From an optimization exercise on the open Yosys and OpenROAD flow, aimed at small area, a short achievable clock period and few clock cycles; shortcuts taken in it are not production practice. Only simulation tests tie the RTL to the original design; equivalence was not proved.

==> flow/design.v <==
module folio_dec (
    input  wire        clk,
    input  wire        rst,
    input  wire        start,
    input  wire        cfg_explicit,
    input  wire [1:0]  cfg_book,
    input  wire [17:0] cfg_len,       
    output wire        idle,
    input  wire        in_valid,
    input  wire [7:0]  in_data,
    output reg         in_ready,
    output reg         tok_valid,
    input  wire        tok_ready,
    output reg         tok_copy,
    output reg  [3:0]  tok_lit,
    output reg  [15:0] tok_dist,
    output reg  [12:0] tok_len,
    output reg         done,
    output reg  [2:0]  res_code,
    output reg  [7:0]  res_detail,
    output reg  [31:0] res_nibble,
    output reg  [31:0] res_bit
);
    localparam [3:0] S_IDLE  = 4'd0,
                     S_CB    = 4'd1,
                     S_COUNT = 4'd2,
                     S_KCHK  = 4'd3,
                     S_OFFS  = 4'd4,
                     S_PLACE = 4'd5,
                     S_CODE  = 4'd6,
                     S_SYM   = 4'd7,
                     S_EXT1  = 4'd8,
                     S_EXT2  = 4'd9,
                     S_CHK   = 4'd10,
                     S_EMIT  = 4'd11,
                     S_DONE  = 4'd12;
    localparam [2:0] E_OK = 3'd0, E_CODE = 3'd1, E_DIST = 3'd2,
                     E_LEN = 3'd3, E_HDR = 3'd4, E_TRUNC = 3'd5;
    reg [3:0]  state;
    reg [17:0] len_q;
    reg [3:0]  clen   [0:120];
    reg [6:0]  cnt    [1:15];
    reg [6:0]  offs   [1:15];
    reg [6:0]  sym    [0:120];
    reg [21:0] ksum;
    reg [6:0]  sidx;
    reg [7:0]  bbuf;
    reg [3:0]  bcnt;
    reg [17:0] taken;
    reg [20:0] bitpos;
    reg [15:0] code;
    reg [15:0] first;
    reg [7:0]  index;
    reg [3:0]  nbits;
    reg [20:0] sym_bit;
    reg [6:0]  cur;
    reg [15:0] ext;
    reg [4:0]  ext_left;
    reg [12:0] n_base;
    reg [15:0] d_base;
    reg [12:0] n_val;
    reg [15:0] d_val;
    reg [16:0] pos;
    integer i;
    reg [6:0]  acc;
    function [3:0] book_len;
        input [1:0] b;
        input [6:0] s;
        begin
            case (b)
                2'd0: begin
                    if (s == 0) book_len = 2;
                    else if (s <= 14) book_len = 9;
                    else if (s == 15) book_len = 4;
                    else if (s <= 27) book_len = 8;
                    else if (s <= 47) book_len = 6;
                    else if (s <= 59) book_len = 8;
                    else if (s <= 79) book_len = 7;
                    else if (s <= 88) book_len = 8;
                    else book_len = 9;
                end
                2'd1: begin
                    if (s <= 15) book_len = 6;
                    else if (s <= 27) book_len = 8;
                    else if (s <= 47) book_len = 9;
                    else if (s <= 91) book_len = 7 - (s >= 80 ? 1 : 0);
                    else book_len = 7;
                end
                2'd2: begin
                    if (s <= 15) book_len = 5;
                    else if (s <= 27) book_len = 7;
                    else if (s <= 47) book_len = 9;
                    else if (s <= 59) book_len = 6;
                    else if (s <= 79) book_len = 9;
                    else if (s <= 110) book_len = 8;
                    else book_len = 9;
                end
                default: begin
                    if (s <= 15) book_len = 6;
                    else if (s <= 102) book_len = 7;
                    else book_len = 8;
                end
            endcase
        end
    endfunction
    assign idle = (state == S_IDLE);
    wire       have_bit = (bcnt != 0);
    wire       bit_in   = bbuf[7];
    wire       no_more  = (taken == len_q);
    wire [15:0] code_n  = code | {15'd0, bit_in};
    wire [6:0]  cnt_n   = cnt[nbits];
    wire        hit     = (code_n - first) < {9'd0, cnt_n};
    wire [7:0]  sel     = index + code_n[7:0] - first[7:0];
    wire        is_lit   = (cur <= 7'd15);
    wire        is_run   = (cur >= 7'd16) && (cur <= 7'd47);
    wire        is_up    = (cur >= 7'd48) && (cur <= 7'd79);
    wire        is_match = (cur >= 7'd80) && (cur <= 7'd119);
    wire [6:0]  jrel     = is_run ? (cur - 7'd16) : (cur - 7'd48);
    wire [4:0]  j        = jrel[4:0];
    wire [6:0]  mrel     = cur - 7'd80;
    wire [6:0]  mk_w     = mrel % 7'd10;
    wire [6:0]  mg_w     = mrel / 7'd10;
    wire [3:0]  mk       = mk_w[3:0];
    wire [1:0]  mg       = mg_w[1:0];
    reg [4:0]  e1_bits;
    reg [12:0] e1_base;
    reg [4:0]  e2_bits;
    reg [15:0] e2_base;
    reg [3:0]  je;
    reg [4:0]  je_w;
    always @(*) begin
        e1_bits = 5'd0;
        e1_base = 13'd0;
        e2_bits = 5'd0;
        e2_base = 16'd0;
        je      = 4'd0;
        je_w    = 5'd0;
        if (is_run || is_up) begin
            if (j < 12) begin
                e1_bits = 5'd0;
                e1_base = 13'd2 + {8'd0, j};
            end else begin
                je_w    = (j - 5'd10) >> 1;
                je      = je_w[3:0];
                e1_bits = {1'b0, je};
                e1_base = 13'd10 + (13'd1 << (je + 4'd1)) + (j[0] ? (13'd1 << je) : 13'd0);
            end
            if (is_up)
                e1_base = e1_base - 13'd1;
        end else if (is_match) begin
            case (mk)
                4'd0: begin e1_bits = 5'd0;  e1_base = 13'd3;   end
                4'd1: begin e1_bits = 5'd0;  e1_base = 13'd4;   end
                4'd2: begin e1_bits = 5'd1;  e1_base = 13'd5;   end
                4'd3: begin e1_bits = 5'd2;  e1_base = 13'd7;   end
                4'd4: begin e1_bits = 5'd3;  e1_base = 13'd11;  end
                4'd5: begin e1_bits = 5'd4;  e1_base = 13'd19;  end
                4'd6: begin e1_bits = 5'd5;  e1_base = 13'd35;  end
                4'd7: begin e1_bits = 5'd6;  e1_base = 13'd67;  end
                4'd8: begin e1_bits = 5'd7;  e1_base = 13'd131; end
                default: begin e1_bits = 5'd10; e1_base = 13'd259; end
            endcase
            case (mg)
                2'd0: begin e2_bits = 5'd4;  e2_base = 16'd1;    end
                2'd1: begin e2_bits = 5'd8;  e2_base = 16'd17;   end
                2'd2: begin e2_bits = 5'd12; e2_base = 16'd273;  end
                default: begin e2_bits = 5'd16; e2_base = 16'd4369; end
            endcase
        end
    end
    wire len_reserved = (is_run && j == 5'd31 && ext >= 16'd1015) ||
                        (is_up && j == 5'd31 && ext >= 16'd1016) ||
                        (is_match && mk == 4'd9 && ext >= 16'd766);
    wire dist_reserved = (mg == 2'd3) && (ext >= 16'd61167);
    wire [17:0] pos_end = {1'b0, pos} + {5'd0, n_val};
    task end_tile;
        input [2:0]  c;
        input [7:0]  d;
        input [31:0] nib;
        input [31:0] b;
        begin
            res_code   <= c;
            res_detail <= d;
            res_nibble <= nib;
            res_bit    <= b;
            state      <= S_DONE;
        end
    endtask
    always @(*) begin
        in_ready = 1'b0;
        case (state)
            S_CB:   in_ready = 1'b1;
            S_CODE:
                    in_ready = !have_bit && !no_more;
            S_EXT1, S_EXT2:
                    in_ready = !have_bit && !no_more && (ext_left != 5'd0);
            default: in_ready = 1'b0;
        endcase
    end
    always @(posedge clk) begin
        if (rst) begin
            state      <= S_IDLE;
            tok_valid  <= 1'b0;
            done       <= 1'b0;
            res_code   <= 3'd0;
            res_detail <= 8'd0;
            res_nibble <= 32'd0;
            res_bit    <= 32'd0;
        end else begin
            done <= 1'b0;
            case (state)
                S_IDLE: begin
                    if (start) begin
                        len_q      <= cfg_len;
                        sidx       <= 7'd0;
                        if (cfg_explicit) begin
                            state <= S_CB;
                        end else begin
                            for (i = 0; i < 121; i = i + 1)
                                clen[i] <= book_len(cfg_book, i[6:0]);
                            state <= S_COUNT;
                        end
                        for (i = 1; i < 16; i = i + 1)
                            cnt[i] <= 7'd0;
                        ksum <= 22'd0;
                    end
                end
                S_CB: begin
                    if (in_valid) begin
                        clen[{sidx[5:0], 1'b0}] <= in_data[7:4];
                        if (sidx != 7'd60)
                            clen[{sidx[5:0], 1'b1}] <= in_data[3:0];
                        if (sidx == 7'd60) begin
                            sidx  <= 7'd0;
                            state <= S_COUNT;
                        end else begin
                            sidx <= sidx + 7'd1;
                        end
                    end
                end
                S_COUNT: begin
                    if (clen[sidx] != 4'd0) begin
                        cnt[clen[sidx]] <= cnt[clen[sidx]] + 7'd1;
                        ksum <= ksum + (22'd1 << (4'd15 - clen[sidx]));
                    end
                    if (sidx == 7'd120) begin
                        sidx  <= 7'd0;
                        state <= S_KCHK;
                    end else begin
                        sidx <= sidx + 7'd1;
                    end
                end
                S_KCHK: begin
                    if (ksum > 22'd32768)
                        end_tile(E_CODE, 8'h11, 32'hFFFF_FFFF, 32'hFFFF_FFFF);
                    else if (ksum < 22'd32768)
                        end_tile(E_CODE, 8'h10, 32'hFFFF_FFFF, 32'hFFFF_FFFF);
                    else if (clen[120] == 4'd0)
                        end_tile(E_CODE, 8'h18, 32'hFFFF_FFFF, 32'hFFFF_FFFF);
                    else
                        state <= S_OFFS;
                end
                S_OFFS: begin
                    acc = 7'd0;
                    for (i = 1; i < 16; i = i + 1) begin
                        offs[i] <= acc;
                        acc = acc + cnt[i];
                    end
                    state <= S_PLACE;
                end
                S_PLACE: begin
                    if (clen[sidx] != 4'd0) begin
                        sym[offs[clen[sidx]]] <= sidx;
                        offs[clen[sidx]] <= offs[clen[sidx]] + 7'd1;
                    end
                    if (sidx == 7'd120) begin
                        sidx    <= 7'd0;
                        bcnt    <= 4'd0;
                        taken   <= 18'd0;
                        bitpos  <= 21'd0;
                        pos     <= 17'd0;
                        code    <= 16'd0;
                        first   <= 16'd0;
                        index   <= 8'd0;
                        nbits   <= 4'd1;
                        sym_bit <= 21'd0;
                        state   <= S_CODE;
                    end else begin
                        sidx <= sidx + 7'd1;
                    end
                end
                S_CODE: begin
                    if (have_bit) begin
                        bbuf   <= {bbuf[6:0], 1'b0};
                        bcnt   <= bcnt - 4'd1;
                        bitpos <= bitpos + 21'd1;
                        if (hit) begin
                            cur   <= sym[sel[6:0]];
                            state <= S_SYM;
                        end else begin
                            index <= index + {1'b0, cnt_n};
                            first <= (first + {9'd0, cnt_n}) << 1;
                            code  <= code_n << 1;
                            nbits <= nbits + 4'd1;
                        end
                    end else if (no_more) begin
                        end_tile(E_TRUNC, 8'h40, {15'd0, pos}, {11'd0, bitpos});
                    end else if (in_valid) begin
                        bbuf  <= in_data;
                        bcnt  <= 4'd8;
                        taken <= taken + 18'd1;
                    end
                end
                S_SYM: begin
                    ext <= 16'd0;
                    if (cur == 7'd120) begin
                        if (pos != 17'd65536)
                            end_tile(E_LEN, 8'h31, {15'd0, pos}, {11'd0, sym_bit});
                        else if (taken != len_q)
                            end_tile(E_HDR, 8'h09, {15'd0, pos}, {11'd0, taken, 3'd0});
                        else
                            end_tile(E_OK, 8'h00, {15'd0, pos}, {11'd0, bitpos});
                    end else if (is_lit) begin
                        n_val <= 13'd1;
                        state <= S_CHK;
                    end else begin
                        n_base   <= e1_base;
                        d_base   <= e2_base;
                        ext_left <= e1_bits;
                        state    <= S_EXT1;
                    end
                end
                S_EXT1: begin
                    if (ext_left == 5'd0) begin
                        if (len_reserved) begin
                            end_tile(E_CODE, 8'h12, {15'd0, pos}, {11'd0, sym_bit});
                        end else begin
                            n_val <= n_base + ext[12:0];
                            ext   <= 16'd0;
                            if (is_match) begin
                                ext_left <= e2_bits;
                                state    <= S_EXT2;
                            end else begin
                                d_val <= is_run ? 16'd1 : 16'd2048;
                                state <= S_CHK;
                            end
                        end
                    end else if (have_bit) begin
                        bbuf     <= {bbuf[6:0], 1'b0};
                        bcnt     <= bcnt - 4'd1;
                        bitpos   <= bitpos + 21'd1;
                        ext      <= {ext[14:0], bit_in};
                        ext_left <= ext_left - 5'd1;
                    end else if (no_more) begin
                        end_tile(E_TRUNC, 8'h40, {15'd0, pos}, {11'd0, bitpos});
                    end else if (in_valid) begin
                        bbuf  <= in_data;
                        bcnt  <= 4'd8;
                        taken <= taken + 18'd1;
                    end
                end
                S_EXT2: begin
                    if (ext_left == 5'd0) begin
                        if (dist_reserved)
                            end_tile(E_CODE, 8'h12, {15'd0, pos}, {11'd0, sym_bit});
                        else begin
                            d_val <= d_base + ext;
                            state <= S_CHK;
                        end
                    end else if (have_bit) begin
                        bbuf     <= {bbuf[6:0], 1'b0};
                        bcnt     <= bcnt - 4'd1;
                        bitpos   <= bitpos + 21'd1;
                        ext      <= {ext[14:0], bit_in};
                        ext_left <= ext_left - 5'd1;
                    end else if (no_more) begin
                        end_tile(E_TRUNC, 8'h40, {15'd0, pos}, {11'd0, bitpos});
                    end else if (in_valid) begin
                        bbuf  <= in_data;
                        bcnt  <= 4'd8;
                        taken <= taken + 18'd1;
                    end
                end
                S_CHK: begin
                    if (is_lit) begin
                        if (pos == 17'd65536)
                            end_tile(E_LEN, 8'h30, {15'd0, pos}, {11'd0, sym_bit});
                        else
                            state <= S_EMIT;
                    end else if (is_run && pos == 17'd0)
                        end_tile(E_DIST, 8'h21, {15'd0, pos}, {11'd0, sym_bit});
                    else if (is_up && pos < 17'd2048)
                        end_tile(E_DIST, 8'h22, {15'd0, pos}, {11'd0, sym_bit});
                    else if (is_match && {1'b0, d_val} > pos)
                        end_tile(E_DIST, 8'h20, {15'd0, pos}, {11'd0, sym_bit});
                    else if (pos_end > 18'd65536)
                        end_tile(E_LEN, 8'h30, {15'd0, pos}, {11'd0, sym_bit});
                    else
                        state <= S_EMIT;
                    tok_copy <= !is_lit;
                    tok_lit  <= cur[3:0];
                    tok_dist <= d_val;
                    tok_len  <= n_val;
                end
                S_EMIT: begin
                    if (!tok_valid) begin
                        tok_valid <= 1'b1;
                    end else if (tok_ready) begin
                        tok_valid <= 1'b0;
                        pos       <= pos_end[16:0];
                        code      <= 16'd0;
                        first     <= 16'd0;
                        index     <= 8'd0;
                        nbits     <= 4'd1;
                        sym_bit   <= bitpos;
                        state     <= S_CODE;
                    end
                end
                S_DONE: begin
                    done  <= 1'b1;
                    state <= S_IDLE;
                end
                default: state <= S_IDLE;
            endcase
        end
    end
endmodule
==> flow/run.sh <==
#!/bin/bash
# synth_recipe.tcl (not shown) runs the flow's synth.tcl, then flattens the netlist and writes it again
# the make line also repeats each setting of config.mk as NAME=value (left out here)
make -C /OpenROAD-flow-scripts/flow DESIGN_CONFIG=/design/flow/config.mk WORK_HOME=/design/flow/orfs CLKGATE_MAP_FILE= SYNTH_SCRIPT=/design/flow/synth_recipe.tcl finish
==> flow/config.mk <==
export PLATFORM = sky130hd
export DESIGN_NAME = folio_dec
export DESIGN_NICKNAME = folio_dec
export VERILOG_FILES = /design/flow/design.v
export SDC_FILE = /design/flow/constraint.sdc
export NUM_CORES = 4
export LEC_CHECK = 0
export CAP_MARGIN = 20
export CORE_MARGIN = 2
export CORE_UTILIZATION = 40
export SLEW_MARGIN = 20
==> flow/constraint.sdc <==
create_clock -name core_clock -period 10.0 [get_ports {clk}]
set_input_delay 2.0000 -clock core_clock [delete_from_list [all_inputs] [get_ports {clk}]]
set_output_delay 2.0000 -clock core_clock [all_outputs]
set_load 0.01 [all_outputs]
==> run notes <==
==> synth_stat cells (all sizes together), types with 32 or more instances <==
master   count
a21o        83
a21oi      343
a22oi       32
and2        77
and3        65
buf        125
clkbuf     281
dfxtp       85
edfxtp    1840
ha         254
inv        219
mux2        40
mux2i       94
mux4       301
nand2      339
nand3      454
nand4      130
nor2       734
nor2b       49
nor3        80
nor4        43
o21ai      138
o21bai      40
o2bb2ai     32
xnor2      161
xor2        76
==> cell type report <==
type / instances / share of cell area
antenna: 7 / 0.0001692
timing repair buffer: 390 / 0.03280
inverter: 221 / 0.008014
tap: 2992 / 0.03616
sequential: 1925 / 0.5502
clock buffer: 265 / 0.05282
clock inverter: 112 / 0.01342
multi-input combinational: 4083 / 0.3064
==> kinds of logic after synthesis <==
| group | count (synthesis) | share of synthesized area |
|---|---|---|
| other | 1 | 0.00004148 |
| buffers and inverters | 627 | 0.02797 |
| adders and majority gates | 279 | 0.04069 |
| and+or+nand+nor | 2141 | 0.1151 |
| muxes | 435 | 0.09047 |
| xor gates and xnor gates | 240 | 0.02379 |
| AOI/OAI and AO/OA | 974 | 0.07185 |
| DFF | 1925 | 0.6301 |
==> layer usage <==
metal  vias to the layer above  GRT usage  share of wire
li1                      25740          -              -
met1                     30970     0.3715           0.42
met2                      3278     0.3843           0.43
met3                       677    0.06516          0.099
met4                        12     0.1207          0.052
met5                         -          0        0.00028
==> through the flow <==
stage               TNS [ns]  std cells  hold slack [ns]
global route        -0.01121       9992           0.4657
floorplan                  0       6635           0.4264
detailed placement  -0.05709       9608           0.4391
finish                     0       9995           0.4485
global placement           0       9607           0.4331
CTS                        0       9985           0.4530
==> critical path, delay by kind of cell, from the launching register on <==
family	cells	cell delay, ns
fa+ha+maj	14	5.74
xor+xnor	10	1.85
compound gates	6	0.95
flops	1	0.44
buf+inv	4	0.31
==> layout by cell type, fill, tap and decap left out, types with 36 or more instances in the layout <==
master,netlist,final
and3_1,65,65
nor3_1,80,77
ha_1,254,252
o21bai_1,40,39
mux2_2,39,39
nand3_1,453,452
and2_1,74,72
xnor2_1,160,141
nor2_1,733,719
a21o_1,83,83
o21ai_0,134,130
xor2_1,76,67
inv_1,219,219
nand4_1,130,130
dfxtp_1,85,84
a21oi_1,340,330
edfxtp_1,1840,1840
clkbuf_16,0,207
clkdlybuf4s50_1,0,145
nor2b_1,49,45
nand2_1,334,332
mux4_2,301,301
mux2i_1,92,92
buf_4,8,234
clkbuf_1,281,51
nor4_1,39,36
==> state kept, by name, indices dropped and copies added (netlist names), 15 cells and up, named ones only <==
register	count
first	15
res_bit	32
ext	16
code	15
taken	18
res_nibble	32
sym_bit	21
offs	112
d_val	16
len_q	18
sym	847
bitpos	21
clen	484
tok_dist	16
ksum	22
cnt	112
pos	17
==> repair_timing <==
action / in CTS / in global routing
hold buffers: 0 / 0
endpoints found under the setup margin: 1 / 4
pin swaps: 0 / 2
gates resized for setup: 1 / 42
==> worst max-delay path by stage <==
stage / cells after the start / start / to
after global routing: 36 / cnt[1][0]$_SDFFCE_PN0P_ / offs[15][6]$_DFFE_PP_
after global placement: 25 / cnt[1][0]$_SDFFCE_PN0P_ / offs[15][6]$_DFFE_PP_
after CTS: 35 / cnt[1][0]$_SDFFCE_PN0P_ / offs[15][6]$_DFFE_PP_
final: 34 / cnt[1][0]$_SDFFCE_PN0P_ / offs[15][6]$_DFFE_PP_
after detailed placement: 35 / cnt[1][0]$_SDFFCE_PN0P_ / offs[15][6]$_DFFE_PP_
after floorplan: 16 / sidx[0]$_DFFE_PP_ / ksum[0]$_SDFFCE_PN0P_
==> impl_metrics.tcl <==
set metrics [dict create \
    post-route-min-period_ns 9.595 \
    max_slew.worst_pin.slew_ns 1.341 \
    ios 147 \
    first_iter_violations 8463 \
    timing.rr.start "cnt[1][0]$_SDFFCE_PN0P_" \
    slew_headroom 0.1053 \
    finalCritPeriodShare 0.9595 \
    finalWirelength_um 308900 \
    postRouteAntennaNets 0 \
    critPathMaxFanout 4 \
    cp-end-kind "register" \
    critPathKind "register to register" \
    viasPerCell 6.070 \
    port_buffers 146 \
    ys_ff_latch 1925 \
    worst_path_max_delay_cell "fa_2" \
    tritoncts "done" \
    synth_largest_area_cell "edfxtp_1" \
    whs_endpoint "res_bit[29]$_SDFFE_PP0P_" \
    dp.final_hpwl_um 215900 \
    maxCapViolCount 0 \
    cts_buffers 202 \
    r2r_cells 34 \
    synth_area_sq_um 90390 \
    groute.usage.overall 0.2637 \
    grt_pass1_wl_um 437000 \
    required_ns 10.58 \
    ys_top_cells_by_area "edfxtp_1 61%, mux4_2 7.5%, ha_1 3.5%" \
    antenna_found_initial 20 \
    hold_class "register to register" \
    synth_cell_types 96 \
    nets 7136 \
    place_congestion 1.044 \
    yosys_most_used_dff "edfxtp_1" \
    clkLatencyLatePin_ns 0.89 \
    clkSlewWorstSetupHoldPaths_ns 0.06 \
    rows 174 \
    initial_utilization 0.4023 \
    clockBufferDepth 3 \
    setup_slack_ns 0.4051 \
    regArea_sq_um 56960 \
    hold_viol_final 0 \
    async_reset_ff_frac 0 \
    status "no timing/DRC/antenna violations" \
    skew_ns 0.07778 \
    cts_max_level 4 \
    synth-edff-count 1840 \
    synth_top_area_frac 0.6112 \
    syn_to_final_growth_pct 14.52 \
    finalCoreUtilization 0.4607 \
    clk_root_buffer_cell "clkbuf_16" \
    post_cts_buffers 0 \
    syn_inst 6622 \
    drc_errors 0 \
    ys_seq_area_frac 0.6301 \
    placed_area_sq_um 96330 \
    reg2reg_to "offs[15][6]$_DFFE_PP_" \
    first_pass_iters 8 \
    core_sq_um 224700 \
    start_kind "register" \
    die-area_sq_um 229800 \
    vias 60670 \
    final_cell_area_sq_um 103500 \
    multi_input_area_sq_um 31720 \
    hold_depth 1 \
    worst_path_most_repeated_cell "ha_1" \
    drt-wirelength-per-cell_um 30.91 \
    slowest_delay_ns 0.64 \
    post_synth.cell_area_avg_sq_um 13.65 \
    grt-ovfl-total 0 \
    yosys_warnings 3 \
    grt_start_max_net_pins 126 \
    fill_cells 19840 \
    dpl_worst_slack_ns -0.05709 \
    cts_sinks 1925 \
    dieWidth_um 479.4 \
    arrival_ns 10.17 \
    r2r_slack_ns 0.41 \
    drive_gt1_frac 0.1499 \
    setup_violations 0 \
    fmax_mhz 104.2 \
    first_global_vias 58510 \
    final_max_slew_viol_count 0 \
    min-delay-start "res_bit[29]$_SDFFE_PP0P_" \
    die_y_um 479.4 \
]
Testbench counts, summed over its fixed seeds: cycles 522,981.

re-timing with driven ports:
How much do the figures lean on ideal ports? The routed layout below was timed once more, with nothing changed but the port constraints. Step 1 sets driving cells, clkbuf_16 on the clock port and buf_2 on the other inputs (assumed; they add their load-dependent delay and slew). Step 2 times the ports against the registers' clock, not the clock port: input delays grow and output delays shrink by t, the midpoint of the rising clock arrivals with the driver on. Slacks: no drivers / after step 1 / after step 2; pairs: no drivers / after step 1.
t, ns: 0.947
setup slack, ns: 0.405 / 0.405 / 0.405
worst hold slack (ns): 0.449 / 0.449 / 0.449
worst slew at a driven data input, ns: 0.21
After both steps this run still meets setup and hold. For this run, drivers alone change the setup slack by 0.000 ns; drivers and shift together by 0.000 ns.
